Context: an optimization exercise on an open-source flow, tuned for small area, a short achievable clock period and few clock cycles per item. The choices shown serve that exercise and are no tape-out recipe. The RTL was checked by simulation tests, not by an equivalence proof against the original design.

--- flow/config.mk ---
export PLATFORM = sky130hd
export DESIGN_NAME = aes128_enc
export DESIGN_NICKNAME = aes128_enc
export VERILOG_FILES = /design/flow/design.v
export SDC_FILE = /design/flow/constraint.sdc
export NUM_CORES = 8
export LEC_CHECK = 0
export CAP_MARGIN = 20
export CORE_MARGIN = 2
export CORE_UTILIZATION = 25
export SLEW_MARGIN = 20
export SYNTH_HIERARCHICAL = 1
--- flow/constraint.sdc ---
create_clock -name core_clock -period 10.0 [get_ports {clk}]
set_input_delay 2.0000 -clock core_clock [delete_from_list [all_inputs] [get_ports {clk}]]
set_output_delay 2.0000 -clock core_clock [all_outputs]
set_load 0.01 [all_outputs]
--- flow/design.v ---
module g_xor2 (input wire a, input wire b, output wire y);
    assign y = a ^ b;
endmodule
module g_xnor2 (input wire a, input wire b, output wire y);
    assign y = ~(a ^ b);
endmodule
module g_nand2 (input wire a, input wire b, output wire y);
    assign y = ~(a & b);
endmodule
module g_nor2 (input wire a, input wire b, output wire y);
    assign y = ~(a | b);
endmodule
module g_andn2 (input wire a, input wire b, output wire y);
    assign y = a & ~b;
endmodule
module g_and2 (input wire a, input wire b, output wire y);
    assign y = a & b;
endmodule
module aes_sbox (
    input  wire [7:0] a,
    output wire [7:0] y
);
    wire U0 = a[7], U1 = a[6], U2 = a[5], U3 = a[4];
    wire U4 = a[3], U5 = a[2], U6 = a[1], U7 = a[0];
    wire T1, T2, T3, T4, T5, T6, T7, T8, T9, T10, T11, T12, T13, T14, T15, T16, T17, T18, T19, T20, T21, T22, T23, T24, T25, T26, T27, M1, M2, M3, M4, M5, M6, M7, M8, M9, M10, M11, M12, M13, M14, M15, M16, M17, M18, M19, M20, M21, M22, M23, M24, M25, M26, M27, M28, M29, M30, M31, M32, M33, M34, M35, M36, M37, M38, M39, M40, M41, M42, M43, M44, M45, M46, M47, M48, M49, M50, M51, M52, M53, M54, M55, M56, M57, M58, M59, M60, M61, M62, M63, L0, L1, L2, L3, L4, L5, L6, L7, L8, L9, L10, L11, L12, L13, L14, L15, L16, L17, L18, L19, L20, L21, L22, L23, L24, L25, L26, L27, L28, L29, S0, S1, S2, S3, S4, S5, S6, S7;
    g_xor2 g_T1 (.a(U0), .b(U3), .y(T1));
    g_xor2 g_T2 (.a(U0), .b(U5), .y(T2));
    g_xor2 g_T3 (.a(U0), .b(U6), .y(T3));
    g_xor2 g_T4 (.a(U3), .b(U5), .y(T4));
    g_xor2 g_T5 (.a(U4), .b(U6), .y(T5));
    g_xor2 g_T6 (.a(T1), .b(T5), .y(T6));
    g_xor2 g_T7 (.a(U1), .b(U2), .y(T7));
    g_xor2 g_T8 (.a(U7), .b(T6), .y(T8));
    g_xor2 g_T9 (.a(U7), .b(T7), .y(T9));
    g_xor2 g_T10 (.a(T6), .b(T7), .y(T10));
    g_xor2 g_T11 (.a(U1), .b(U5), .y(T11));
    g_xor2 g_T12 (.a(U2), .b(U5), .y(T12));
    g_xor2 g_T13 (.a(T3), .b(T4), .y(T13));
    g_xor2 g_T14 (.a(T6), .b(T11), .y(T14));
    g_xor2 g_T15 (.a(T5), .b(T11), .y(T15));
    g_xor2 g_T16 (.a(T5), .b(T12), .y(T16));
    g_xor2 g_T17 (.a(T9), .b(T16), .y(T17));
    g_xor2 g_T18 (.a(U3), .b(U7), .y(T18));
    g_xor2 g_T19 (.a(T7), .b(T18), .y(T19));
    g_xor2 g_T20 (.a(T1), .b(T19), .y(T20));
    g_xor2 g_T21 (.a(U6), .b(U7), .y(T21));
    g_xor2 g_T22 (.a(T7), .b(T21), .y(T22));
    g_xor2 g_T23 (.a(T2), .b(T22), .y(T23));
    g_xor2 g_T24 (.a(T2), .b(T10), .y(T24));
    g_xor2 g_T25 (.a(T20), .b(T17), .y(T25));
    g_xor2 g_T26 (.a(T3), .b(T16), .y(T26));
    g_xor2 g_T27 (.a(T1), .b(T12), .y(T27));
    g_nand2 g_M1 (.a(T13), .b(T6), .y(M1));
    g_nand2 g_M2 (.a(T23), .b(T8), .y(M2));
    g_xnor2 g_M3 (.a(T14), .b(M1), .y(M3));
    g_nand2 g_M4 (.a(T19), .b(U7), .y(M4));
    g_xor2 g_M5 (.a(M4), .b(M1), .y(M5));
    g_nand2 g_M6 (.a(T3), .b(T16), .y(M6));
    g_nand2 g_M7 (.a(T22), .b(T9), .y(M7));
    g_xnor2 g_M8 (.a(T26), .b(M6), .y(M8));
    g_nand2 g_M9 (.a(T20), .b(T17), .y(M9));
    g_xor2 g_M10 (.a(M9), .b(M6), .y(M10));
    g_nand2 g_M11 (.a(T1), .b(T15), .y(M11));
    g_nand2 g_M12 (.a(T4), .b(T27), .y(M12));
    g_xor2 g_M13 (.a(M12), .b(M11), .y(M13));
    g_nand2 g_M14 (.a(T2), .b(T10), .y(M14));
    g_xor2 g_M15 (.a(M14), .b(M11), .y(M15));
    g_xnor2 g_M16 (.a(M3), .b(M2), .y(M16));
    g_xor2 g_M17 (.a(M5), .b(T24), .y(M17));
    g_xnor2 g_M18 (.a(M8), .b(M7), .y(M18));
    g_xor2 g_M19 (.a(M10), .b(M15), .y(M19));
    g_xor2 g_M20 (.a(M16), .b(M13), .y(M20));
    g_xor2 g_M21 (.a(M17), .b(M15), .y(M21));
    g_xor2 g_M22 (.a(M18), .b(M13), .y(M22));
    g_xor2 g_M23 (.a(M19), .b(T25), .y(M23));
    g_xor2 g_M24 (.a(M22), .b(M23), .y(M24));
    g_nand2 g_M25 (.a(M22), .b(M20), .y(M25));
    g_xnor2 g_M26 (.a(M21), .b(M25), .y(M26));
    g_xor2 g_M27 (.a(M20), .b(M21), .y(M27));
    g_xnor2 g_M28 (.a(M23), .b(M25), .y(M28));
    g_nand2 g_M29 (.a(M28), .b(M27), .y(M29));
    g_nand2 g_M30 (.a(M26), .b(M24), .y(M30));
    g_nand2 g_M31 (.a(M20), .b(M23), .y(M31));
    g_andn2 g_M32 (.a(M27), .b(M31), .y(M32));
    g_xnor2 g_M33 (.a(M27), .b(M25), .y(M33));
    g_nand2 g_M34 (.a(M21), .b(M22), .y(M34));
    g_andn2 g_M35 (.a(M24), .b(M34), .y(M35));
    g_xnor2 g_M36 (.a(M24), .b(M25), .y(M36));
    g_xnor2 g_M37 (.a(M21), .b(M29), .y(M37));
    g_xor2 g_M38 (.a(M32), .b(M33), .y(M38));
    g_xnor2 g_M39 (.a(M23), .b(M30), .y(M39));
    g_xor2 g_M40 (.a(M35), .b(M36), .y(M40));
    g_xor2 g_M41 (.a(M38), .b(M40), .y(M41));
    g_xor2 g_M42 (.a(M37), .b(M39), .y(M42));
    g_xor2 g_M43 (.a(M37), .b(M38), .y(M43));
    g_xor2 g_M44 (.a(M39), .b(M40), .y(M44));
    g_xor2 g_M45 (.a(M42), .b(M41), .y(M45));
    g_nand2 g_M46 (.a(M44), .b(T6), .y(M46));
    g_nand2 g_M47 (.a(M40), .b(T8), .y(M47));
    g_nand2 g_M48 (.a(M39), .b(U7), .y(M48));
    g_nand2 g_M49 (.a(M43), .b(T16), .y(M49));
    g_nand2 g_M50 (.a(M38), .b(T9), .y(M50));
    g_nand2 g_M51 (.a(M37), .b(T17), .y(M51));
    g_nand2 g_M52 (.a(M42), .b(T15), .y(M52));
    g_nand2 g_M53 (.a(M45), .b(T27), .y(M53));
    g_nand2 g_M54 (.a(M41), .b(T10), .y(M54));
    g_nand2 g_M55 (.a(M44), .b(T13), .y(M55));
    g_nand2 g_M56 (.a(M40), .b(T23), .y(M56));
    g_nand2 g_M57 (.a(M39), .b(T19), .y(M57));
    g_nand2 g_M58 (.a(M43), .b(T3), .y(M58));
    g_nand2 g_M59 (.a(M38), .b(T22), .y(M59));
    g_nand2 g_M60 (.a(M37), .b(T20), .y(M60));
    g_nand2 g_M61 (.a(M42), .b(T1), .y(M61));
    g_nand2 g_M62 (.a(M45), .b(T4), .y(M62));
    g_nand2 g_M63 (.a(M41), .b(T2), .y(M63));
    g_xor2 g_L0 (.a(M61), .b(M62), .y(L0));
    g_xor2 g_L1 (.a(M50), .b(M56), .y(L1));
    g_xor2 g_L2 (.a(M46), .b(M48), .y(L2));
    g_xor2 g_L3 (.a(M47), .b(M55), .y(L3));
    g_xor2 g_L4 (.a(M54), .b(M58), .y(L4));
    g_xor2 g_L5 (.a(M49), .b(M61), .y(L5));
    g_xnor2 g_L6 (.a(M62), .b(L5), .y(L6));
    g_xnor2 g_L7 (.a(M46), .b(L3), .y(L7));
    g_xor2 g_L8 (.a(M51), .b(M59), .y(L8));
    g_xor2 g_L9 (.a(M52), .b(M53), .y(L9));
    g_xnor2 g_L10 (.a(M53), .b(L4), .y(L10));
    g_xnor2 g_L11 (.a(M60), .b(L2), .y(L11));
    g_xor2 g_L12 (.a(M48), .b(M51), .y(L12));
    g_xnor2 g_L13 (.a(M50), .b(L0), .y(L13));
    g_xor2 g_L14 (.a(M52), .b(M61), .y(L14));
    g_xnor2 g_L15 (.a(M55), .b(L1), .y(L15));
    g_xnor2 g_L16 (.a(M56), .b(L0), .y(L16));
    g_xnor2 g_L17 (.a(M57), .b(L1), .y(L17));
    g_xnor2 g_L18 (.a(M58), .b(L8), .y(L18));
    g_xnor2 g_L19 (.a(M63), .b(L4), .y(L19));
    g_xor2 g_L20 (.a(L0), .b(L1), .y(L20));
    g_xor2 g_L21 (.a(L1), .b(L7), .y(L21));
    g_xor2 g_L22 (.a(L3), .b(L12), .y(L22));
    g_xor2 g_L23 (.a(L18), .b(L2), .y(L23));
    g_xor2 g_L24 (.a(L15), .b(L9), .y(L24));
    g_xor2 g_L25 (.a(L6), .b(L10), .y(L25));
    g_xor2 g_L26 (.a(L7), .b(L9), .y(L26));
    g_xor2 g_L27 (.a(L8), .b(L10), .y(L27));
    g_xor2 g_L28 (.a(L11), .b(L14), .y(L28));
    g_xor2 g_L29 (.a(L11), .b(L17), .y(L29));
    g_xor2 g_S0 (.a(L6), .b(L24), .y(S0));
    g_xnor2 g_S1 (.a(L16), .b(L26), .y(S1));
    g_xnor2 g_S2 (.a(L19), .b(L28), .y(S2));
    g_xor2 g_S3 (.a(L6), .b(L21), .y(S3));
    g_xor2 g_S4 (.a(L20), .b(L22), .y(S4));
    g_xor2 g_S5 (.a(L25), .b(L29), .y(S5));
    g_xnor2 g_S6 (.a(L13), .b(L27), .y(S6));
    g_xnor2 g_S7 (.a(L6), .b(L23), .y(S7));
    assign y = {S0, S1, S2, S3, S4, S5, S6, S7};
endmodule
module aes_mixcol (
    input  wire [31:0] c,
    input  wire        mix,
    output wire [31:0] m
);
    wire [7:0] b0 = c[31:24], b1 = c[23:16], b2 = c[15:8], b3 = c[7:0];
    wire [7:0] t = b0 ^ b1 ^ b2 ^ b3;
    wire [7:0] p0 = b0 ^ b1, p1 = b1 ^ b2, p2 = b2 ^ b3, p3 = b3 ^ b0;
    wire [7:0] x0 = {p0[6:0], 1'b0} ^ (p0[7] ? 8'h1b : 8'h00);
    wire [7:0] x1 = {p1[6:0], 1'b0} ^ (p1[7] ? 8'h1b : 8'h00);
    wire [7:0] x2 = {p2[6:0], 1'b0} ^ (p2[7] ? 8'h1b : 8'h00);
    wire [7:0] x3 = {p3[6:0], 1'b0} ^ (p3[7] ? 8'h1b : 8'h00);
    assign m[31:24] = b0 ^ ({8{mix}} & (t ^ x0));
    assign m[23:16] = b1 ^ ({8{mix}} & (t ^ x1));
    assign m[15:8]  = b2 ^ ({8{mix}} & (t ^ x2));
    assign m[7:0]   = b3 ^ ({8{mix}} & (t ^ x3));
endmodule
module aes128_enc (
    input  wire         clk,
    input  wire         rst,       
    input  wire         start,
    input  wire [127:0] key,
    input  wire [127:0] block,
    output reg          done,
    output wire [127:0] result
);
    reg [127:0] state;
    reg [127:0] rkey;
    reg [3:0]   round;    
    reg         busy;
    assign result = state;
    reg [7:0] rcon;
    always @* begin
        case (round)
            4'd0: rcon = 8'h01;
            4'd1: rcon = 8'h02;
            4'd2: rcon = 8'h04;
            4'd3: rcon = 8'h08;
            4'd4: rcon = 8'h10;
            4'd5: rcon = 8'h20;
            4'd6: rcon = 8'h40;
            4'd7: rcon = 8'h80;
            4'd8: rcon = 8'h1b;
            default: rcon = 8'h36;
        endcase
    end
    wire [31:0] w0 = rkey[127:96], w1 = rkey[95:64], w2 = rkey[63:32], w3 = rkey[31:0];
    wire [31:0] sub;
    aes_sbox ks0 (.a(w3[23:16]), .y(sub[31:24]));
    aes_sbox ks1 (.a(w3[15:8]),  .y(sub[23:16]));
    aes_sbox ks2 (.a(w3[7:0]),   .y(sub[15:8]));
    aes_sbox ks3 (.a(w3[31:24]), .y(sub[7:0]));
    wire [31:0] n0 = w0 ^ sub ^ {rcon, 24'h0};
    wire [31:0] n1 = w1 ^ n0;
    wire [31:0] n2 = w2 ^ n1;
    wire [31:0] n3 = w3 ^ n2;
    wire [127:0] nkey = {n0, n1, n2, n3};
    wire [127:0] sb, sr, mc;
    genvar i, c, r;
    generate
        for (i = 0; i < 16; i = i + 1) begin : g_sub
            aes_sbox u_sb (.a(state[127-8*i -: 8]), .y(sb[127-8*i -: 8]));
        end
        for (c = 0; c < 4; c = c + 1) begin : g_col
            for (r = 0; r < 4; r = r + 1) begin : g_row
                assign sr[127-8*(r+4*c) -: 8] = sb[127-8*(r+4*((c+r)%4)) -: 8];
            end
            aes_mixcol u_mc (.c(sr[127-32*c -: 32]), .mix(round != 4'd9), .m(mc[127-32*c -: 32]));
        end
    endgenerate
    always @(posedge clk) begin
        if (start) begin
            state <= block ^ key;
            rkey  <= key;
        end else begin
            state <= mc ^ nkey;
            rkey  <= nkey;
        end
    end
    always @(posedge clk) begin
        if (rst) begin
            round <= 4'd0;
            busy  <= 1'b0;
            done  <= 1'b0;
        end else begin
            done <= 1'b0;
            if (start && !busy) begin
                round <= 4'd0;
                busy  <= 1'b1;
            end else if (busy) begin
                round <= round + 4'd1;
                if (round == 4'd9) begin
                    busy <= 1'b0;
                    done <= 1'b1;
                end
            end
        end
    end
endmodule
--- flow/run.sh ---
#!/bin/bash
# synth_recipe.tcl (not shown) runs the flow's synth.tcl, then flattens the netlist and writes it again
# the make line also repeats each setting of config.mk as NAME=value (left out here)
make -C /OpenROAD-flow-scripts/flow DESIGN_CONFIG=/design/flow/config.mk WORK_HOME=/design/flow/orfs CLKGATE_MAP_FILE= SYNTH_SCRIPT=/design/flow/synth_recipe.tcl finish
==> results.toml, run 1 <==
[worst_setup_path]
r2r_start = "state[20]$_DFF_P_"
worstPathRequired_ns = 10.44
critPathLaunchType = "flop"
arrival_ns = 8.34
critPathKind = "flop to flop"
reg2regPathDepth = 22
path_max_fanout = 5
rrSetupSlack_ns = 2.10
end_kind = "flop"
rr_endpoint = "state[60]$_DFF_P_"

[sta]
slew_headroom = 0.3154
finalSetupViolations = 0
fin_crit_sh = 0.7902
slew_viol_final = 0
tightest_slew_ns = 1.016
fmax_ghz = 0.1266
fin_tns_setup_ns = 0
worst_clock_skew_ns = 0.02802
min_period_ns = 7.902
hold_viol_final = 0
rsz0062_at_grt = "false"

[grt]
antenna_found_initial = 8
grt_max_degree = 168
grt_pass1_wl_mm = 200.9
grtUsageTotal = 0.1757
grt-ovfl-total = 0
first_global_vias = 29340

[synthesis]
synth_area_leader_cell = "xor2_1"
yosysWarnings = 7
async_flop_share = 0
synth.distinct_cells = 40
syn-instance-count = 4585
synth.avg_cell_area_um2 = 8.346
yosys.area.top_type_share = 0.3948
yosysSeqAreaShare = 0.1412
synth_fp_nets = 4846
yosys-top-cells-area = "xor2_1 39%, xnor2_1 22%, dfxtp_1 14%, nand2_1 9.4%, buf_4 3.2%"
syn_area_um2 = 38270
synth_edf_count = 0
synth-seq-cells = 270
ys.flop_type = "dfxtp_1"

[route]
wl_per_cell_um = 20.70
viasPerCell = 4.259
drc = 0
wl_mm = 141.9
drt-initial-drc-count = 2046
ant_nets = 0
routed-via-count = 29180
firstDrtPassIters = 5

[final_layout]
fin_nets = 5055
fin_cells = 6853
design_area_um2 = 44670
num-fill-cells = 16210
multiInputGateArea_um2 = 31280
drive_gt1_frac = 0.03880
area_growth_pct = 16.72
register_area_um2 = 5405

[clock_network]
cts_setup_buffers = 0
path_clk_slew_ns = 0.06
cts_resized = 0
hold_buffers = 0
cts_root_buf = "clkbuf_16"
insertion_delay_ns = 0.58
cts_sinks = 270
cts.htree.levels = 2
tritoncts = "built"
numCtsBuffers = 38
cts_buffer_depth = 3

[min_path]
hold_end = "round[1]$_SDFFE_PP0P_"
holdPathStages = 2
hp-class = "flop to flop"
min-delay-start = "round[1]$_SDFFE_PP0P_"

[run]
maxCapViolCount = 0

[status]
outcome = "timing/DRC/antenna clean"

[placement]
dpl-instance-area_um2 = 43270
gp_congestion = 0.9647
post-dp-hpwl_mm = 123.8
port_buffers = 387
dp.cells = 6784

[floorplanning]
io_pins = 388
start_util = 0.2519
core_um2 = 151900
dieHeight_um = 395.2
die-area_um2 = 156200
rows = 143
die_x_um = 395.2
==> Yosys stat by module (local to each module, per instance) <==
module | cells | cell area [um^2] | times used | flip-flops and latches
aes_mixcol | 152 | 1200 | 4 | 0
aes128_enc | 1257 | 12850 | 1 | 270
aes_sbox | 8 | 60.06 | 20 | 0
g_andn2 | 1 | 13.76 | 40 | 0
g_xnor2 | 1 | 8.758 | 480 | 0
g_xor2 | 1 | 8.758 | 1400 | 0
g_nand2 | 1 | 3.754 | 640 | 0
==> cells in the mapped netlist (15+ instances only) <==
master and count:
xor2_1 1725, buf_2 15, mux2i_1 26, xnor2_1 966, o21ai_0 196, buf_4 164
dfxtp_1 270, nor2b_4 40, mux2_2 40, clkbuf_1 42, xnor2_2 16, nand2_1 961
inv_1 28, xnor3_1 32
==> state kept, by name, indices dropped and copies added (netlist names) <==
register and count:
busy 1, done 1, rcon 8, rkey 128, round 4, state 128
==> worst max-delay path by stage <==
stage	to	startpoint	slack (ns)	cells past startpoint
final	state[60]$_DFF_P_	state[20]$_DFF_P_	2.10	22
after global routing	state[59]$_DFF_P_	state[68]$_DFF_P_	1.67	23
after detailed placement	state[60]$_DFF_P_	state[20]$_DFF_P_	2.26	22
after floorplan	state[26]$_DFF_P_	state[28]$_DFF_P_	4.08	24
after CTS	state[60]$_DFF_P_	state[20]$_DFF_P_	2.17	22
after global placement	state[60]$_DFF_P_	state[20]$_DFF_P_	2.25	22
==> cell type report <==
cell class / count / share of cell area
Antenna cell: 4 / 0.0002241
Clock buffer: 48 / 0.02373
Clock inverter: 17 / 0.007227
Inverter: 28 / 0.002353
Multi-Input combinational cell: 4062 / 0.7003
Sequential cell: 270 / 0.1210
Tap cell: 2030 / 0.05687
Timing Repair Buffer: 394 / 0.08830
==> worst max-delay path, stage by stage (launching register included) <==
cell     delay [ns]
dfxtp_1        0.44
xor2_1         0.47
xor2_1         0.55
xor2_1         0.42
nand2_1        0.12
xor2_1         0.27
xor2_1         0.22
xor2_1         0.43
xor2_1         0.30
nand2_1        0.10
xnor2_1        0.45
xor2_1         0.30
nand2_1        0.18
xor2_1         0.22
xnor2_1        0.48
xor2_1         0.53
xnor2_1        0.24
xnor2_1        0.60
xnor2_1        0.20
nand2_1        0.08
xnor2_1        0.45
xnor3_1        0.39
o21ai_0        0.31
==> layer usage <==
layer  global-route usage  routed length (um)  up-vias
met5                    0                   0        -
met4              0.03871                3178        0
met3              0.02266                7991      129
met2               0.2946               66430      752
met1               0.2385               64270    13920
li1                     -                   -    14380
==> cell usage in the layout, fill, tap and decap left out, types with 2 or more instances in the layout <==
| cell type | instances |
|---|---|
| mux2_2 | 40 |
| nor2b_4 | 40 |
| xnor2_2 | 16 |
| clkbuf_8 | 5 |
| xnor2_4 | 8 |
| nand3b_1 | 2 |
| xor3_1 | 8 |
| a21oi_1 | 3 |
| dfxtp_1 | 270 |
| clkbuf_1 | 4 |
| xnor3_2 | 8 |
| xor2_2 | 4 |
| nor3_1 | 3 |
| o21ai_0 | 196 |
| o22ai_1 | 2 |
| ha_1 | 2 |
| clkbuf_16 | 39 |
| clkinvlp_4 | 2 |
| xor2_1 | 1725 |
| clkinv_2 | 4 |
| a211oi_1 | 2 |
| mux2i_1 | 26 |
| buf_4 | 6 |
| nor2_1 | 4 |
| bufinv_16 | 9 |
| nand2_1 | 961 |
| clkdlybuf4s50_1 | 386 |
| xnor3_1 | 32 |
| xnor2_1 | 966 |
| diode_2 | 4 |
| inv_1 | 28 |
==> cells by family after synthesis <==
group | share of synthesized area
AO/OA/AOI/OAI | 0.02782
XOR/XNOR | 0.6589
adder cells (fa/ha/maj) | 0.0006538
buffers and inverters | 0.04139
flip-flops | 0.1412
multiplexers | 0.01857
AND/OR/NAND/NOR | 0.1114
==> through the flow <==
step	hold slack [ns]	worst slack, ns	utilization
4_1_cts	0.5800	2.171	0.2940
5_1_grt	0.6140	1.670	0.2940
6_report	0.5938	2.098	0.2940
3_3_place_gp	0.5542	2.245	0.2849
3_5_place_dp	0.5727	2.265	0.2849
2_1_floorplan	0.5184	4.077	-
Testbench counts, summed over its fixed seeds: cycles 5,640, blocks 512.
==> run 2, diff against run 1 <==
--- a/flow/design.v
+++ b/flow/design.v
@@ -9,10 +9,7 @@
 endmodule
-module g_nor2 (input wire a, input wire b, output wire y);
-    assign y = ~(a | b);
-endmodule
-module g_andn2 (input wire a, input wire b, output wire y);
-    assign y = a & ~b;
-endmodule
 module g_and2 (input wire a, input wire b, output wire y);
     assign y = a & b;
+endmodule
+module g_muxh (input wire s, input wire a, input wire b, output wire y);
+    assign y = s ? b : ~a;
 endmodule
@@ -82,12 +79,12 @@
     g_nand2 g_M30 (.a(M26), .b(M24), .y(M30));
-    g_nand2 g_M31 (.a(M20), .b(M23), .y(M31));
-    g_andn2 g_M32 (.a(M27), .b(M31), .y(M32));
+    g_and2 g_M31 (.a(M20), .b(M23), .y(M31));
+    g_nand2 g_M32 (.a(M27), .b(M31), .y(M32));
     g_xnor2 g_M33 (.a(M27), .b(M25), .y(M33));
-    g_nand2 g_M34 (.a(M21), .b(M22), .y(M34));
-    g_andn2 g_M35 (.a(M24), .b(M34), .y(M35));
+    g_and2 g_M34 (.a(M21), .b(M22), .y(M34));
+    g_nand2 g_M35 (.a(M24), .b(M34), .y(M35));
     g_xnor2 g_M36 (.a(M24), .b(M25), .y(M36));
     g_xnor2 g_M37 (.a(M21), .b(M29), .y(M37));
-    g_xor2 g_M38 (.a(M32), .b(M33), .y(M38));
+    g_xnor2 g_M38 (.a(M32), .b(M33), .y(M38));
     g_xnor2 g_M39 (.a(M23), .b(M30), .y(M39));
-    g_xor2 g_M40 (.a(M35), .b(M36), .y(M40));
+    g_xnor2 g_M40 (.a(M35), .b(M36), .y(M40));
     g_xor2 g_M41 (.a(M38), .b(M40), .y(M41));
@@ -155,18 +152,32 @@
 endmodule
-module aes_mixcol (
+module aes_mixcol_n (
     input  wire [31:0] c,
-    input  wire        mix,
-    output wire [31:0] m
+    output wire [31:0] mn
 );
-    wire [7:0] b0 = c[31:24], b1 = c[23:16], b2 = c[15:8], b3 = c[7:0];
-    wire [7:0] t = b0 ^ b1 ^ b2 ^ b3;
-    wire [7:0] p0 = b0 ^ b1, p1 = b1 ^ b2, p2 = b2 ^ b3, p3 = b3 ^ b0;
-    wire [7:0] x0 = {p0[6:0], 1'b0} ^ (p0[7] ? 8'h1b : 8'h00);
-    wire [7:0] x1 = {p1[6:0], 1'b0} ^ (p1[7] ? 8'h1b : 8'h00);
-    wire [7:0] x2 = {p2[6:0], 1'b0} ^ (p2[7] ? 8'h1b : 8'h00);
-    wire [7:0] x3 = {p3[6:0], 1'b0} ^ (p3[7] ? 8'h1b : 8'h00);
-    assign m[31:24] = b0 ^ ({8{mix}} & (t ^ x0));
-    assign m[23:16] = b1 ^ ({8{mix}} & (t ^ x1));
-    assign m[15:8]  = b2 ^ ({8{mix}} & (t ^ x2));
-    assign m[7:0]   = b3 ^ ({8{mix}} & (t ^ x3));
+    wire [7:0] b [0:3];
+    assign b[0] = c[31:24];
+    assign b[1] = c[23:16];
+    assign b[2] = c[15:8];
+    assign b[3] = c[7:0];
+    wire [7:0] p [0:3];
+    wire [7:0] x [0:3];
+    wire [7:0] q [0:3];
+    genvar i, j;
+    generate
+        for (i = 0; i < 4; i = i + 1) begin : g_b
+            for (j = 0; j < 8; j = j + 1) begin : g_p
+                g_xor2 u_p (.a(b[i][j]), .b(b[(i + 1) % 4][j]), .y(p[i][j]));
+            end
+            assign x[i][0] = p[i][7];
+            g_xor2 u_x1 (.a(p[i][0]), .b(p[i][7]), .y(x[i][1]));
+            assign x[i][2] = p[i][1];
+            g_xor2 u_x3 (.a(p[i][2]), .b(p[i][7]), .y(x[i][3]));
+            g_xor2 u_x4 (.a(p[i][3]), .b(p[i][7]), .y(x[i][4]));
+            assign x[i][7:5] = p[i][6:4];
+            for (j = 0; j < 8; j = j + 1) begin : g_q
+                g_xor2 u_q (.a(b[(i + 1) % 4][j]), .b(p[(i + 2) % 4][j]), .y(q[i][j]));
+                g_xnor2 u_m (.a(x[i][j]), .b(q[i][j]), .y(mn[31 - 8 * i - 7 + j]));
+            end
+        end
+    endgenerate
 endmodule
@@ -182,22 +193,49 @@
     reg [127:0] state;
-    reg [127:0] rkey;
-    reg [3:0]   round;    
+    reg [127:0] kregn;
+    reg [3:0]   cnt;      
     reg         busy;
-    assign result = state;
-    reg [7:0] rcon;
+    reg [7:0] rc;
     always @* begin
-        case (round)
-            4'd0: rcon = 8'h01;
-            4'd1: rcon = 8'h02;
-            4'd2: rcon = 8'h04;
-            4'd3: rcon = 8'h08;
-            4'd4: rcon = 8'h10;
-            4'd5: rcon = 8'h20;
-            4'd6: rcon = 8'h40;
-            4'd7: rcon = 8'h80;
-            4'd8: rcon = 8'h1b;
-            default: rcon = 8'h36;
-        endcase
+        if (start)
+            rc = 8'h01;
+        else
+            case (cnt)
+                4'd1: rc = 8'h02;
+                4'd2: rc = 8'h04;
+                4'd3: rc = 8'h08;
+                4'd4: rc = 8'h10;
+                4'd5: rc = 8'h20;
+                4'd6: rc = 8'h40;
+                4'd7: rc = 8'h80;
+                4'd8: rc = 8'h1b;
+                default: rc = 8'h36;
+            endcase
     end
-    wire [31:0] w0 = rkey[127:96], w1 = rkey[95:64], w2 = rkey[63:32], w3 = rkey[31:0];
+    wire [127:0] sr;
+    genvar i, c, r;
+    generate
+        for (c = 0; c < 4; c = c + 1) begin : g_col
+            for (r = 0; r < 4; r = r + 1) begin : g_row
+                assign sr[127-8*(r+4*c) -: 8] = state[127-8*(r+4*((c+r)%4)) -: 8];
+            end
+        end
+    endgenerate
+    wire [127:0] mcn;
+    generate
+        for (c = 0; c < 4; c = c + 1) begin : g_mc
+            aes_mixcol_n u_mc (.c(sr[127-32*c -: 32]), .mn(mcn[127-32*c -: 32]));
+        end
+    endgenerate
+    wire [127:0] din, kin, sbin, nstate;
+    generate
+        for (i = 0; i < 128; i = i + 1) begin : g_ark
+            g_muxh u_d (.s(start), .a(mcn[i]), .b(block[i]), .y(din[i]));
+            g_muxh u_k (.s(start), .a(kregn[i]), .b(key[i]), .y(kin[i]));
+            g_xor2 u_x (.a(din[i]), .b(kin[i]), .y(sbin[i]));
+        end
+        for (i = 0; i < 16; i = i + 1) begin : g_sub
+            aes_sbox u_sb (.a(sbin[127-8*i -: 8]), .y(nstate[127-8*i -: 8]));
+        end
+    endgenerate
+    wire [31:0] w0 = kin[127:96], w1 = kin[95:64], w2 = kin[63:32], w3 = kin[31:0];
     wire [31:0] sub;
@@ -207,18 +245,21 @@
     aes_sbox ks3 (.a(w3[31:24]), .y(sub[7:0]));
-    wire [31:0] n0 = w0 ^ sub ^ {rcon, 24'h0};
-    wire [31:0] n1 = w1 ^ n0;
-    wire [31:0] n2 = w2 ^ n1;
-    wire [31:0] n3 = w3 ^ n2;
-    wire [127:0] nkey = {n0, n1, n2, n3};
-    wire [127:0] sb, sr, mc;
-    genvar i, c, r;
-    generate
-        for (i = 0; i < 16; i = i + 1) begin : g_sub
-            aes_sbox u_sb (.a(state[127-8*i -: 8]), .y(sb[127-8*i -: 8]));
-        end
-        for (c = 0; c < 4; c = c + 1) begin : g_col
-            for (r = 0; r < 4; r = r + 1) begin : g_row
-                assign sr[127-8*(r+4*c) -: 8] = sb[127-8*(r+4*((c+r)%4)) -: 8];
-            end
-            aes_mixcol u_mc (.c(sr[127-32*c -: 32]), .mix(round != 4'd9), .m(mc[127-32*c -: 32]));
+    wire [31:0] w0r;
+    wire [31:0] a01, a23, n0n, n1n, n2n, n3n;
+    assign w0r[23:0] = w0[23:0];
+    generate
+        for (i = 0; i < 8; i = i + 1) begin : g_rc
+            g_xor2 u_rc (.a(w0[24+i]), .b(rc[i]), .y(w0r[24+i]));
+        end
+        for (i = 0; i < 32; i = i + 1) begin : g_ks
+            g_xor2  u_a01 (.a(w0r[i]), .b(w1[i]), .y(a01[i]));
+            g_xor2  u_a23 (.a(w2[i]), .b(w3[i]), .y(a23[i]));
+            g_xnor2 u_n0 (.a(w0r[i]), .b(sub[i]), .y(n0n[i]));
+            g_xnor2 u_n1 (.a(a01[i]), .b(sub[i]), .y(n1n[i]));
+            g_xor2  u_n2 (.a(w2[i]), .b(n1n[i]), .y(n2n[i]));
+            g_xor2  u_n3 (.a(a23[i]), .b(n1n[i]), .y(n3n[i]));
+        end
+    endgenerate
+    generate
+        for (i = 0; i < 128; i = i + 1) begin : g_out
+            g_xnor2 u_o (.a(sr[i]), .b(kregn[i]), .y(result[i]));
         end
@@ -226,9 +267,4 @@
     always @(posedge clk) begin
-        if (start) begin
-            state <= block ^ key;
-            rkey  <= key;
-        end else begin
-            state <= mc ^ nkey;
-            rkey  <= nkey;
-        end
+        state <= nstate;
+        kregn <= {n0n, n1n, n2n, n3n};
     end
@@ -236,16 +272,14 @@
         if (rst) begin
-            round <= 4'd0;
-            busy  <= 1'b0;
-            done  <= 1'b0;
+            cnt  <= 4'd0;
+            busy <= 1'b0;
+            done <= 1'b0;
         end else begin
-            done <= 1'b0;
-            if (start && !busy) begin
-                round <= 4'd0;
-                busy  <= 1'b1;
+            done <= busy && cnt == 4'd9;
+            if (start) begin
+                cnt  <= 4'd1;
+                busy <= 1'b1;
             end else if (busy) begin
-                round <= round + 4'd1;
-                if (round == 4'd9) begin
+                cnt <= cnt + 4'd1;
+                if (cnt == 4'd9)
                     busy <= 1'b0;
-                    done <= 1'b1;
-                end
             end
--- a/flow/config.mk
+++ b/flow/config.mk
@@ -9,3 +9,3 @@
 export CORE_MARGIN = 2
-export CORE_UTILIZATION = 25
+export CORE_UTILIZATION = 50
 export SLEW_MARGIN = 20
==> results.toml, run 2 <==
[sta]
fmax_ghz = 0.1161
hold_viol_final = 0
fin_tns_setup_ns = 0
slew_headroom = 0.2330
tightest_slew_ns = 1.142
slew_viol_final = 0
holdWs_ns = 0.6043
finalSetupViolations = 0
worst_clock_skew_ns = 0.02542
fin_crit_sh = 0.8613
min_period_ns = 8.613
rsz0062_at_grt = "false"

[synthesis]
yosysSeqAreaShare = 0.1461
syn_area_um2 = 35910
yosys-top-cells-area = "xor2_1 47%, xnor2_1 21%, dfxtp_1 15%, nand2_1 9.4%, o21ai_1 3.6%"
async_flop_share = 0
synth-seq-cells = 262
synth_area_leader_cell = "xor2_1"
ys.flop_type = "dfxtp_1"
yosysMostFrequentCell = "xor2_1"
syn-instance-count = 4425
yosysWarnings = 8
synth.avg_cell_area_um2 = 8.115
synth_fp_nets = 4690
synthTopCellsByCount = "1928 x xor2_1, 898 x nand2_1, 841 x xnor2_1"
synth.distinct_cells = 27
yosys.area.top_type_share = 0.4702
synth_edf_count = 0

[worst_setup_path]
arrival_ns = 9.00
rrSetupSlack_ns = 2.78
worstPathRequired_ns = 10.38
end_kind = "flop"
rr_endpoint = "state[2]$_DFF_P_"
path_max_fanout = 63
crit_path_frequent_cell = "xor2_1"
critPathKind = "input port to flop"
worst-path-buf-inv = 2
cp_cell_sequence = "buf_8 -> buf_4 -> nand2_1 -> o21ai_1 -> xor2_1 -> xor2_1 -> xor2_1 -> nand2_1 -> xor2_1 -> xor2_1 -> xor2_1 -> xor2_1 -> xnor2_1 -> xnor2_1 -> xor2_1 -> xor2_1 -> nand2_1 -> xor2_1 -> xnor2_1 -> xnor2_1 -> xnor2_1 -> xor2_1"
path_delay_family = "XOR/XNOR gates"
slowest_stage = "xnor2_1"
reg2regPathDepth = 21
r2r_start = "state[39]$_DFF_P_"
critPathMaxStageDelay_ns = 0.95
critPathLaunchType = "input port"

[clock_network]
cts_root_buf = "clkbuf_16"
numCtsBuffers = 36
cts_resized = 0
path_clk_slew_ns = 0.06
tritoncts = "built"
cts_sinks = 262
cts_buffer_depth = 3
insertion_delay_ns = 0.56
cts_setup_buffers = 0
cts.htree.levels = 2
hold_buffers = 0

[placement]
gp_congestion = 1.025
port_buffers = 387
post-dp-hpwl_mm = 105.2
dpl-instance-area_um2 = 39930
dp.cells = 5620

[grt]
grt_pass1_wl_mm = 179.0
antenna_found_initial = 1
grtUsageTotal = 0.3216
grt_max_degree = 105
grt-ovfl-total = 0
first_global_vias = 28440

[route]
ant_nets = 0
routed-via-count = 28560
wl_per_cell_um = 21.63
wl_mm = 122.9
drc = 0
drt-initial-drc-count = 2142
viasPerCell = 5.026
firstDrtPassIters = 5

[floorplanning]
start_util = 0.5041
io_pins = 388
dieHeight_um = 272.0
rows = 98
die_x_um = 272.0
core_um2 = 71240
die-area_um2 = 73980

[final_layout]
antenna_cells = 0
num-fill-cells = 6847
multiInputGateArea_um2 = 29420
fin_nets = 4973
mostFrequentLayoutCells = "1928 x xor2_1, 898 x nand2_1, 841 x xnor2_1"
register_area_um2 = 5245
final_common_cell = "xor2_1"
fin_cells = 5683
area_growth_pct = 14.67
final_util = 0.5780
drive_gt1_frac = 0.01775
design_area_um2 = 41180

[min_path]
hp-class = "flop to flop"
hold_end = "cnt[1]$_SDFFE_PP0P_"
min-delay-start = "cnt[1]$_SDFFE_PP0P_"
holdPathStages = 2

[status]
outcome = "timing/DRC/antenna clean"

[run]
maxCapViolCount = 0
==> run 2: cell types whose count changed in the layout (fill, tap and decap cells not counted), moves of 39 or more <==
cell,change
o21ai_0,-196
and2_1,+39
xnor2_1,-125
nand2_1,-63
nor2b_4,-39
o21ai_1,+256
xor2_1,+203
mux2_2,-40
==> run 2: worst max path at each step <==
stage                      from  depth (start not counted)           endpoint  slack, ns
final                     start                         22  kregn[22]$_DFF_P_       1.39
after detailed placement  start                         22  kregn[18]$_DFF_P_       1.03
after global routing      start                         22  kregn[22]$_DFF_P_       0.92
after CTS                 start                         22  kregn[18]$_DFF_P_       1.57
after floorplan           start                         20  kregn[34]$_DFF_P_       3.16
after global placement    start                         22  kregn[54]$_DFF_P_       1.08
==> run 2: logic make-up after synthesis <==
| logic type | synth area share |
|---|---|
| AO/OA/AOI/OAI | 0.03746 |
| XOR/XNOR | 0.6754 |
| adder cells (fa/ha/maj) | 0.002091 |
| buffers and inverters | 0.03470 |
| flip-flops | 0.1461 |
| multiplexers | 0.0008711 |
| AND/OR/NAND/NOR | 0.1034 |
==> run 2: routing by layer <==
layer  global-route usage  part of all wire  vias up
li1                     -                 -    14110
met1               0.4445              0.46    13300
met2               0.5158              0.44      987
met3              0.03174             0.055      165
met4               0.1217             0.041        0
met5                    0                 0        -
==> run 2: modules after synthesis, one instance, submodules excluded, excerpt <==
module | area (um^2) | flops+latches | cells | copies in the design
aes_sbox | 60.06 | 0 | 8 | 20
aes128_enc | 5570 | 262 | 305 | 1
g_xnor2 | 8.758 | 0 | 1 | 840
g_nand2 | 3.754 | 0 | 1 | 640
g_muxh | 8.758 | 0 | 2 | 256
g_xor2 | 8.758 | 0 | 1 | 1928
g_and2 | 6.256 | 0 | 1 | 40
==> run 2: worst min-delay path, delay by kind of cell (launching register included) <==
family | cells | cell delay [ns]
DFF | 1 | 0.36
and+or+nand+nor | 1 | 0.05
muxes | 1 | 0.14
==> run 2: stage by stage <==
| stage | setup slack [ns] |
|---|---|
| floorplan | 3.162 |
| CTS | 1.568 |
| global route | 0.9225 |
| global placement | 1.075 |
| finish | 1.387 |
| detailed placement | 1.030 |
==> run 2: cell type report <==
type	instances	share of cell area
tap	950	0.02887
timing repair buffer	408	0.09863
multi-input combinational	3995	0.7144
clock inverter	20	0.006715
inverter	5	0.0004558
clock buffer	43	0.02352
sequential	262	0.1274
Testbench counts of run 2, summed over its fixed seeds: cycles 5,128, blocks 512.
==> run 3, diff against run 2 <==
--- a/flow/design.v
+++ b/flow/design.v
@@ -195,6 +195,6 @@
     reg [3:0]   cnt;      
-    reg         busy;
+    reg         idle;
     reg [7:0] rc;
     always @* begin
-        if (start)
+        if (idle)
             rc = 8'h01;
@@ -231,4 +231,4 @@
         for (i = 0; i < 128; i = i + 1) begin : g_ark
-            g_muxh u_d (.s(start), .a(mcn[i]), .b(block[i]), .y(din[i]));
-            g_muxh u_k (.s(start), .a(kregn[i]), .b(key[i]), .y(kin[i]));
+            g_muxh u_d (.s(idle), .a(mcn[i]), .b(block[i]), .y(din[i]));
+            g_muxh u_k (.s(idle), .a(kregn[i]), .b(key[i]), .y(kin[i]));
             g_xor2 u_x (.a(din[i]), .b(kin[i]), .y(sbin[i]));
@@ -246,3 +246,3 @@
     wire [31:0] w0r;
-    wire [31:0] a01, a23, n0n, n1n, n2n, n3n;
+    wire [31:0] a01, a012, a0123, n0n, n1n, n2n, n3n;
     assign w0r[23:0] = w0[23:0];
@@ -254,7 +254,8 @@
             g_xor2  u_a01 (.a(w0r[i]), .b(w1[i]), .y(a01[i]));
-            g_xor2  u_a23 (.a(w2[i]), .b(w3[i]), .y(a23[i]));
+            g_xor2  u_a012 (.a(a01[i]), .b(w2[i]), .y(a012[i]));
+            g_xor2  u_a0123 (.a(a012[i]), .b(w3[i]), .y(a0123[i]));
             g_xnor2 u_n0 (.a(w0r[i]), .b(sub[i]), .y(n0n[i]));
             g_xnor2 u_n1 (.a(a01[i]), .b(sub[i]), .y(n1n[i]));
-            g_xor2  u_n2 (.a(w2[i]), .b(n1n[i]), .y(n2n[i]));
-            g_xor2  u_n3 (.a(a23[i]), .b(n1n[i]), .y(n3n[i]));
+            g_xnor2 u_n2 (.a(a012[i]), .b(sub[i]), .y(n2n[i]));
+            g_xnor2 u_n3 (.a(a0123[i]), .b(sub[i]), .y(n3n[i]));
         end
@@ -273,13 +274,13 @@
             cnt  <= 4'd0;
-            busy <= 1'b0;
+            idle <= 1'b1;
             done <= 1'b0;
         end else begin
-            done <= busy && cnt == 4'd9;
-            if (start) begin
+            done <= !idle && cnt == 4'd9;
+            if (start && idle) begin
                 cnt  <= 4'd1;
-                busy <= 1'b1;
-            end else if (busy) begin
+                idle <= 1'b0;
+            end else if (!idle) begin
                 cnt <= cnt + 4'd1;
                 if (cnt == 4'd9)
-                    busy <= 1'b0;
+                    idle <= 1'b1;
             end
==> results.toml, run 3 <==
[final_layout]
drive_gt1_frac = 0.01764
num-fill-cells = 6866
register_area_um2 = 5249
fin_nets = 4999
final_util = 0.5793
final_common_cell = "xor2_1"
area_growth_pct = 14.57
multiInputGateArea_um2 = 29710
antenna_cells = 0
mostFrequentLayoutCells = "1895 x xor2_1, 900 x xnor2_1, 899 x nand2_1"

[sta]
fin_crit_sh = 0.7904
hold_viol_final = 0
slew_headroom = 0.2000
tightest_slew_ns = 1.196
fmax_ghz = 0.1265
finalSetupViolations = 0
layout_setup_ws_ns = 2.096
rsz0062_at_grt = "false"
fin_tns_setup_ns = 0
min_period_ns = 7.904
slew_viol_final = 0
worst_clock_skew_ns = 0.02818

[synthesis]
synth_fp_nets = 4722
synth_area_leader_cell = "xor2_1"
yosysWarnings = 8
synth-seq-cells = 262
ys.flop_type = "dfxtp_1"
syn-instance-count = 4457
synthTopCellsByCount = "1896 x xor2_1, 904 x xnor2_1, 899 x nand2_1"
yosys-top-cells-area = "xor2_1 46%, xnor2_1 22%, dfxtp_1 15%, nand2_1 9.3%, o21ai_1 3.5%"
syn_area_um2 = 36150
synth_edf_count = 0
async_flop_share = 0
yosys.area.top_type_share = 0.4594
yosysSeqAreaShare = 0.1451
synth.distinct_cells = 25
synth.avg_cell_area_um2 = 8.110
yosysMostFrequentCell = "xor2_1"

[worst_setup_path]
cp_cell_sequence = "clkdlybuf4s50_1 -> nand2_1 -> o21ai_1 -> xor2_1 -> xor2_1 -> xor2_1 -> nand2_1 -> xor2_1 -> xor2_1 -> xor2_1 -> xor2_1 -> nand2_1 -> xnor2_1 -> xor2_1 -> nand2_1 -> xor2_1 -> xnor2_1 -> xor2_1 -> xnor2_1"
path_max_fanout = 5
worst-path-buf-inv = 1
end_kind = "flop"
critPathMaxStageDelay_ns = 0.94
critPathLaunchType = "input port"
slowest_stage = "xor2_1"
path_delay_family = "XOR/XNOR gates"
critPathKind = "input port to flop"
crit_path_frequent_cell = "xor2_1"
worstPathRequired_ns = 10.40
arrival_ns = 8.31

[clock_network]
path_clk_slew_ns = 0.06
cts_sinks = 262
cts_buffer_depth = 3
cts_resized = 0
cts_setup_buffers = 0
hold_buffers = 0
numCtsBuffers = 36
cts_root_buf = "clkbuf_16"
insertion_delay_ns = 0.57
tritoncts = "built"
cts.htree.levels = 2

[grt]
grt_max_degree = 96
antenna_found_initial = 0
grt_pass1_wl_mm = 179.1
first_global_vias = 28600
grtUsageTotal = 0.3211
grt-ovfl-total = 0

[floorplanning]
rows = 98
die-area_um2 = 74460
core_um2 = 71490
dieHeight_um = 272.9
start_util = 0.5057
die_x_um = 272.9
io_pins = 388

[route]
viasPerCell = 4.997
firstDrtPassIters = 8
routed-via-count = 28540
ant_nets = 0
wl_per_cell_um = 21.56
wl_mm = 123.2
drc = 0
drt-initial-drc-count = 2085

[placement]
gp_congestion = 0.9953
port_buffers = 387
post-dp-hpwl_mm = 104.6
preCtsSetupSlack_ns = 1.715

[min_path]
hp-class = "flop to flop"

[run]
maxCapViolCount = 0

[status]
outcome = "timing/DRC/antenna clean"
## run 3: changes by cell type in the layout (fill, tap and decap cells not counted), moves of 4 or more
| cell | previous run | this run |
|---|---|---|
| xnor2_1 | 841 | 900 |
| clkinv_2 | 5 | 9 |
| buf_4 | 19 | 10 |
| xnor2_2 | 0 | 4 |
| xor2_1 | 1928 | 1895 |
## run 3: per-module statistics from Yosys, one instance, submodules excluded, a selection
module	copies in the design	cell area, um^2	cells inside	flip-flops and latches
aes128_enc	1	5529	305	262
aes_sbox	20	60.06	8	0
g_xnor2	904	8.758	1	0
g_muxh	256	8.758	2	0
g_xor2	1896	8.758	1	0
g_nand2	640	3.754	1	0
## run 3: final cells by class
class / count / share of cell area
clock buffers: 43 / 0.02338
clock inverters: 23 / 0.006526
inverters: 4 / 0.0003625
multi-input cells: 4030 / 0.7175
flip-flops and latches: 262 / 0.1267
well taps: 950 / 0.02870
repair buffers: 400 / 0.09680
## run 3: worst paths after layout
| check | to | depth (start not counted) | slack [ns] | startpoint |
|---|---|---|---|---|
| worst min register to register | cnt[3]$_SDFFE_PP0N_ | 2 | 0.55 | cnt[0]$_SDFFE_PP0P_ |
| worst max-delay path | kregn[63]$_DFF_P_ | 19 | 2.10 | key[20] |
| worst min-delay path | cnt[3]$_SDFFE_PP0N_ | 2 | 0.55 | cnt[0]$_SDFFE_PP0P_ |
| worst max register to register | kregn[63]$_DFF_P_ | 19 | 2.57 | idle$_SDFF_PP1_ |
## run 3: worst reg2reg max path, stage by stage (launching register included)
cell and delay, ns:
dfxtp_4 0.88, buf_12 0.47, nand2_1 0.17, o21ai_1 0.33
xor2_1 0.53, xor2_1 0.52, xor2_1 0.37, nand2_1 0.11
xor2_1 0.27, xor2_1 0.20, xor2_1 0.38, xor2_1 0.30
nand2_1 0.11, xnor2_1 0.37, xor2_1 0.29, nand2_1 0.17
xor2_1 0.22, xnor2_1 0.50, xor2_1 0.94, xnor2_1 0.16
## run 3: cells by family (layout without fill, tap and decap cells)
logic type,Yosys count,count (layout),synth area share
XOR/XNOR,2800,2800,0.6784
AO/OA/AOI/OAI,267,267,0.03717
multiplexers,1,1,0.0002769
buffers and inverters,165,470,0.03396
flip-flops,262,262,0.1451
AND/OR/NAND/NOR,956,956,0.1030
adder cells (fa/ha/maj),6,6,0.002077
## run 3: routing by layer
layer | vias to the layer above | global-route usage | share of wire
met1 | 13360 | 0.4380 | 0.46
li1 | 14170 | - | -
met5 | - | 0 | 0
met3 | 156 | 0.04156 | 0.058
met2 | 859 | 0.5202 | 0.45
met4 | 0 | 0.1083 | 0.037
## run 3: stage by stage
stage	cells	hold slack (ns)	area [um^2]
after floorplan	4457	0.4866	36150
after global placement	5646	0.5390	40160
after detailed placement	5646	0.5285	40170
after CTS	5712	0.5477	41410
after global routing	5712	0.5844	41410
final	5712	0.5484	41410
Testbench counts of run 3, summed over its fixed seeds: cycles 5,128, blocks 512.
==> run 4, diff against run 3 <==
==> flow/flow/run.sh (new file) <==
#!/bin/bash
# The standard layout, with the smallest buffer on the ports.
set -euo pipefail
bash standard.sh BUFFER_PORTS_ARGS="-buffer_cell sky130_fd_sc_hd__buf_1" finish > standard.log 2>&1
==> flow/standard.sh (new file) <==
#!/bin/bash
# synth_recipe.tcl (not shown) runs the flow's synth.tcl, then flattens the netlist and writes it again
# the make line also repeats each setting of config.mk as NAME=value (left out here)
make -C /OpenROAD-flow-scripts/flow DESIGN_CONFIG=/design/flow/config.mk WORK_HOME=/design/flow/orfs CLKGATE_MAP_FILE= SYNTH_SCRIPT=/design/flow/synth_recipe.tcl "${@:-finish}"
removed: flow/run.sh
==> results.toml, run 4 <==
[worst_setup_path]
rr_endpoint = "kregn[122]$_DFF_P_"
critPathKind = "input port to flop"
reg2regPathDepth = 20
cp_cell_sequence = "buf_1 -> nand2_1 -> o21ai_1 -> xor2_1 -> xor2_1 -> xor2_1 -> nand2_1 -> xor2_1 -> xor2_1 -> xor2_1 -> xor2_1 -> xnor2_1 -> xnor2_1 -> xor2_1 -> xor2_1 -> nand2_1 -> xnor2_1 -> xor2_1 -> xor2_1 -> xnor2_1"
startpoint = "key[23]"
r2r_start = "idle$_SDFF_PP1_"
worstPathRequired_ns = 10.42
path_delay_family = "XOR/XNOR gates"
path_max_fanout = 5
arrival_ns = 8.09
worst-path-buf-inv = 1
rrSetupSlack_ns = 2.40
crit_path_frequent_cell = "xor2_1"
end_kind = "flop"
slowest_stage = "xor2_1"
critPathMaxStageDelay_ns = 0.87
critPathLaunchType = "input port"

[sta]
min_period_ns = 7.671
fin_tns_setup_ns = 0
finalSetupViolations = 0
tightest_slew_ns = 1.232
slew_viol_final = 0
fmax_ghz = 0.1304
rsz0062_at_grt = "false"
worst_clock_skew_ns = 0.04175
slew_headroom = 0.1730
hold_viol_final = 0
fin_crit_sh = 0.7671

[grt]
busiest_layer = "met2"
use_met3 = 0.04534
grt_pass1_wl_mm = 176.5
met2_usage = 0.5101
grt-ovfl-total = 0
first_global_vias = 28250
grtUsageTotal = 0.3173
grt_max_degree = 101
use_met1 = 0.4328
antenna_found_initial = 0

[min_path]
min-delay-start = "cnt[0]$_SDFFE_PP0P_"
hp-class = "flop to flop"
holdPathStages = 2
hold_end = "cnt[3]$_SDFFE_PP0N_"

[clock_network]
insertion_delay_ns = 0.59
cts_buffer_depth = 3
path_clk_slew_ns = 0.06
cts_resized = 0
cts_sinks = 262
cts.htree.levels = 2
cts_root_buf = "clkbuf_16"
tritoncts = "built"
cts_setup_buffers = 0
numCtsBuffers = 35
hold_buffers = 0

[placement]
post-dp-hpwl_mm = 104.0
gp_congestion = 0.9771
dp.cells = 5651
port_buffers = 387
dpl-instance-area_um2 = 37780

[final_layout]
antenna_cells = 0
area_growth_pct = 7.774
drive_gt1_frac = 0.01637
fin_cells = 5715
final_common_cell = "xor2_1"
mostFrequentLayoutCells = "1896 x xor2_1, 902 x xnor2_1, 899 x nand2_1"
design_area_um2 = 38960
fin_nets = 5004

[floorplanning]
die-area_um2 = 74460
die_x_um = 272.9
core_um2 = 71490
dieHeight_um = 272.9
rows = 98
io_pins = 388
start_util = 0.5057

[route]
ant_nets = 0
firstDrtPassIters = 6
wl_mm = 122.1
routed-via-count = 28950
wl_per_cell_um = 21.36
drt-initial-drc-count = 2260
drc = 0
viasPerCell = 5.066

[synthesis]
syn-instance-count = 4457
synth_edf_count = 0
synth.avg_cell_area_um2 = 8.110
synth-seq-cells = 262
yosysMostFrequentCell = "xor2_1"
async_flop_share = 0
synthTopCellsByCount = "1896 x xor2_1, 904 x xnor2_1, 899 x nand2_1"
ys.flop_type = "dfxtp_1"
synth.distinct_cells = 25
yosys.area.top_type_share = 0.4594
yosysSeqAreaShare = 0.1451
yosys-top-cells-area = "xor2_1 46%, xnor2_1 22%, dfxtp_1 15%, nand2_1 9.3%, o21ai_1 3.5%"
synth_fp_nets = 4722
synth_area_leader_cell = "xor2_1"
yosysWarnings = 8
syn_area_um2 = 36150

[run]
maxCapViolCount = 0

[status]
outcome = "timing/DRC/antenna clean"
==> run 4: cell count changes in the layout (fill, tap and decap cells not counted), sizes merged <==
cell,previous run,this run
buf,13,406
clkdlybuf4s50,387,0
clkbuf,43,52
clkinv,12,7
clkinvlp,3,0
bufinv,5,3
inv,7,5
==> run 4: stage by stage <==
| stage | setup slack (ns) | utilization | hold WS, ns |
|---|---|---|---|
| 2_1_floorplan | 1.959 | - | 0.4866 |
| 3_3_place_gp | 1.987 | 0.5285 | 0.5494 |
| 3_5_place_dp | 1.903 | 0.5285 | 0.5512 |
| 4_1_cts | 2.487 | 0.5449 | 0.5552 |
| 5_1_grt | 1.954 | 0.5450 | 0.5982 |
| 6_report | 2.329 | 0.5450 | 0.5667 |
==> run 4: logic make-up (layout without fill, tap and decap cells) <==
kind of cell / Yosys count / after routing / share of synthesized area
and+or+nand+nor: 956 / 956 / 0.1030
adders and majority gates: 6 / 6 / 0.002077
muxes: 1 / 1 / 0.0002769
buffers and inverters: 165 / 473 / 0.03396
DFF: 262 / 262 / 0.1451
xor gates and xnor gates: 2800 / 2800 / 0.6784
AOI/OAI and AO/OA: 267 / 267 / 0.03717
==> run 4: layout make-up <==
type	instances	area (um^2)
multi-input cells	4030	29690
inverters	4	15.01
clock buffers	52	1021
fillers	7121	32530
flip-flops and latches	262	5249
clock inverters	11	148.9
well taps	950	1189
repair buffers	406	1645
==> run 4: Yosys stat by module, one instance, submodules excluded, excerpt <==
module      cell area (um^2)  copies in the design  flip-flops and latches  cells
g_xor2                 8.758                  1896                       0      1
g_and2                 6.256                    40                       0      1
aes_sbox               60.06                    20                       0      8
g_xnor2                8.758                   904                       0      1
g_muxh                 8.758                   256                       0      2
g_nand2                3.754                   640                       0      1
aes128_enc              5529                     1                     262    305
==> run 4: metal layers <==
layer | vias up | part of all wire
met2 | 961 | 0.44
met1 | 13650 | 0.45
li1 | 14180 | -
met3 | 159 | 0.069
met5 | - | 0
met4 | 0 | 0.037
==> run 4: worst max-delay path by stage <==
stage | depth (start not counted) | slack (ns) | endpoint
after floorplan | 19 | 1.96 | state[10]$_DFF_P_
after global placement | 20 | 1.99 | kregn[122]$_DFF_P_
after detailed placement | 20 | 1.90 | kregn[122]$_DFF_P_
after CTS | 20 | 2.49 | kregn[122]$_DFF_P_
after global routing | 20 | 1.95 | kregn[122]$_DFF_P_
final | 20 | 2.33 | kregn[122]$_DFF_P_
==> run 4: tightest hold or removal path: cells and delay by family, from the launching register on <==
family           cells  cell delay, ns
AO/OA/AOI/OAI        1            0.06
flip-flops           1            0.36
AND/OR/NAND/NOR      1            0.09
==> run 5, diff against run 4 <==
--- a/flow/config.mk
+++ b/flow/config.mk
@@ -10,2 +10,3 @@
 export CORE_UTILIZATION = 50
+export SETUP_SLACK_MARGIN = 1.0
 export SLEW_MARGIN = 20
==> results.toml, run 5 <==
[status]
outcome = "timing/DRC/antenna clean"

[final_layout]
area_growth_pct = 7.774
fin_nets = 5004
mostFrequentLayoutCells = "1896 x xor2_1, 902 x xnor2_1, 899 x nand2_1"
final_common_cell = "xor2_1"
drive_gt1_frac = 0.01637
antenna_cells = 0
final_util = 0.5450

[sta]
fin_crit_sh = 0.7671
min_period_ns = 7.671
worst_clock_skew_ns = 0.04175
tightest_slew_ns = 1.232
hold_viol_final = 0
finalSetupViolations = 0
fin_tns_setup_ns = 0
rsz0062_at_grt = "false"
slew_viol_final = 0
layout_setup_ws_ns = 2.329
slew_headroom = 0.1730
fmax_ghz = 0.1304

[worst_setup_path]
reg2regPathDepth = 20
worstPathRequired_ns = 10.42
end_kind = "flop"
critPathLaunchType = "input port"
cp_cell_sequence = "buf_1 -> nand2_1 -> o21ai_1 -> xor2_1 -> xor2_1 -> xor2_1 -> nand2_1 -> xor2_1 -> xor2_1 -> xor2_1 -> xor2_1 -> xnor2_1 -> xnor2_1 -> xor2_1 -> xor2_1 -> nand2_1 -> xnor2_1 -> xor2_1 -> xor2_1 -> xnor2_1"
critPathKind = "input port to flop"
crit_path_frequent_cell = "xor2_1"
critPathMaxStageDelay_ns = 0.87
worst-path-buf-inv = 1
arrival_ns = 8.09
slowest_stage = "xor2_1"
path_max_fanout = 5
r2r_start = "idle$_SDFF_PP1_"
path_delay_family = "XOR/XNOR gates"
rr_endpoint = "kregn[122]$_DFF_P_"
rrSetupSlack_ns = 2.40

[min_path]
hp-class = "flop to flop"
hold_end = "cnt[3]$_SDFFE_PP0N_"
min-delay-start = "cnt[0]$_SDFFE_PP0P_"
holdPathStages = 2

[clock_network]
cts_setup_buffers = 0
path_clk_slew_ns = 0.06
cts_root_buf = "clkbuf_16"
hold_buffers = 0
numCtsBuffers = 35
tritoncts = "built"
insertion_delay_ns = 0.59
cts_buffer_depth = 3
cts_sinks = 262
cts_resized = 0
cts.htree.levels = 2

[synthesis]
ys.flop_type = "dfxtp_1"
syn-instance-count = 4457
yosys-top-cells-area = "xor2_1 46%, xnor2_1 22%, dfxtp_1 15%, nand2_1 9.3%, o21ai_1 3.5%"
yosysMostFrequentCell = "xor2_1"
yosysWarnings = 8
synth.avg_cell_area_um2 = 8.110
synth.distinct_cells = 25
async_flop_share = 0
synth_fp_nets = 4722
syn_area_um2 = 36150
yosysSeqAreaShare = 0.1451
synth-seq-cells = 262
synthTopCellsByCount = "1896 x xor2_1, 904 x xnor2_1, 899 x nand2_1"
synth_edf_count = 0
yosys.area.top_type_share = 0.4594
synth_area_leader_cell = "xor2_1"

[floorplanning]
die_x_um = 272.9
rows = 98
io_pins = 388
dieHeight_um = 272.9
core_um2 = 71490
start_util = 0.5057
die-area_um2 = 74460

[route]
wl_mm = 122.1
drt-initial-drc-count = 2260
routed-via-count = 28950
firstDrtPassIters = 6
wl_per_cell_um = 21.36
drc = 0
viasPerCell = 5.066
ant_nets = 0

[grt]
grt_max_degree = 101
grtUsageTotal = 0.3173
grt-ovfl-total = 0
first_global_vias = 28250
antenna_found_initial = 0
grt_pass1_wl_mm = 176.5

[placement]
preCtsSetupSlack_ns = 1.903
gp_congestion = 0.9771
port_buffers = 387
post-dp-hpwl_mm = 104.0

[run]
maxCapViolCount = 0
run 5: cell counts after synthesis:
No cell type changed its count.
run 5: how the worst max path moves through the flow:
stage	start	to	slack, ns	cells after the start
after detailed placement	key[23]	kregn[122]$_DFF_P_	1.90	20
after global placement	key[23]	kregn[122]$_DFF_P_	1.99	20
after floorplan	idle$_SDFF_PP1_	state[10]$_DFF_P_	1.96	19
final	key[23]	kregn[122]$_DFF_P_	2.33	20
after CTS	key[23]	kregn[122]$_DFF_P_	2.49	20
after global routing	key[23]	kregn[122]$_DFF_P_	1.95	20
run 5: Yosys stat by module, one instance, submodules excluded, excerpt:
module      area, um^2  cells inside  flops+latches  copies in the design
g_nand2          3.754             1              0                   640
g_xor2           8.758             1              0                  1896
g_xnor2          8.758             1              0                   904
g_and2           6.256             1              0                    40
aes128_enc        5529           305            262                     1
aes_sbox         60.06             8              0                    20
g_muxh           8.758             2              0                   256
run 5: tightest hold or removal path, cell delays in order (launching register included):
cell and delay, ns:
dfxtp_1 0.36, nand4_1 0.09, a21oi_1 0.06
run 5: cells by family (layout without fill, tap and decap cells):
group,Yosys count,in the layout,synth area share
DFF,262,262,0.1451
buffers and inverters,165,473,0.03396
AOI/OAI and AO/OA,267,267,0.03717
adders and majority gates,6,6,0.002077
xor gates and xnor gates,2800,2800,0.6784
muxes,1,1,0.0002769
and+or+nand+nor,956,956,0.1030
run 5: layout make-up:
type                    count  area (um^2)
clock inverters            11        148.9
clock buffers              52         1021
well taps                 950         1189
flip-flops and latches    262         5249
inverters                   4        15.01
repair buffers            406         1645
fillers                  7121        32530
multi-input cells        4030        29690
run 5: layer usage:
metal / wire, um / vias up / track usage
met2: 54310 / 961 / 0.5101
met5: 0 / - / 0
met1: 54890 / 13650 / 0.4328
met3: 8390 / 159 / 0.04534
li1: - / 14180 / -
met4: 4499 / 0 / 0.1080
run 5: stage by stage:
step	cell area (um^2)	std cells	hold WS, ns
floorplan	36150	4457	0.4866
global placement	37780	5651	0.5494
detailed placement	37780	5651	0.5512
CTS	38950	5714	0.5552
global route	38960	5715	0.5982
finish	38960	5715	0.5667

port drivers added, routing unchanged:
No port has a modelled driver above. Below, the same layouts with a new extraction and two added sets of constraints. Step 1: set_driving_cell puts a clkbuf_16 on clk and a buf_2 on each other input, an assumption about the parent block. Step 2 adds t to the input delays and takes it off the output delays; t is the mean of the earliest and latest rising clock arrival at the registers after step 1. Input paths then give back, and output paths get back, about the clock's delay inside the block. Slacks: ideal ports / drivers / drivers and shift; pairs: ideal ports / drivers.
run | t (ns) | setup slack, ns | worst hold slack (ns) | latest minus earliest clock arrival (ns)
run 1 | 0.647 | 2.098 / 2.098 / 2.098 | 0.594 / 0.594 / 0.594 | 0.029 / 0.028
run 2 | 0.612 | 1.387 / 1.390 / 0.778 | 0.604 / 0.604 / 0.604 | 0.026 / 0.026
run 3 | 0.621 | 2.096 / 2.138 / 1.517 | 0.548 / 0.548 / 0.548 | 0.029 / 0.029
run 4 | 0.631 | 2.329 / 2.368 / 1.737 | 0.567 / 0.567 / 0.567 | 0.043 / 0.042
run 5 | 0.631 | 2.329 / 2.368 / 1.737 | 0.567 / 0.567 / 0.567 | 0.043 / 0.042
After both steps every run listed still meets setup and hold. For run 2, which loses most, drivers alone change the setup slack by +0.003 ns; drivers and shift together by -0.609 ns.
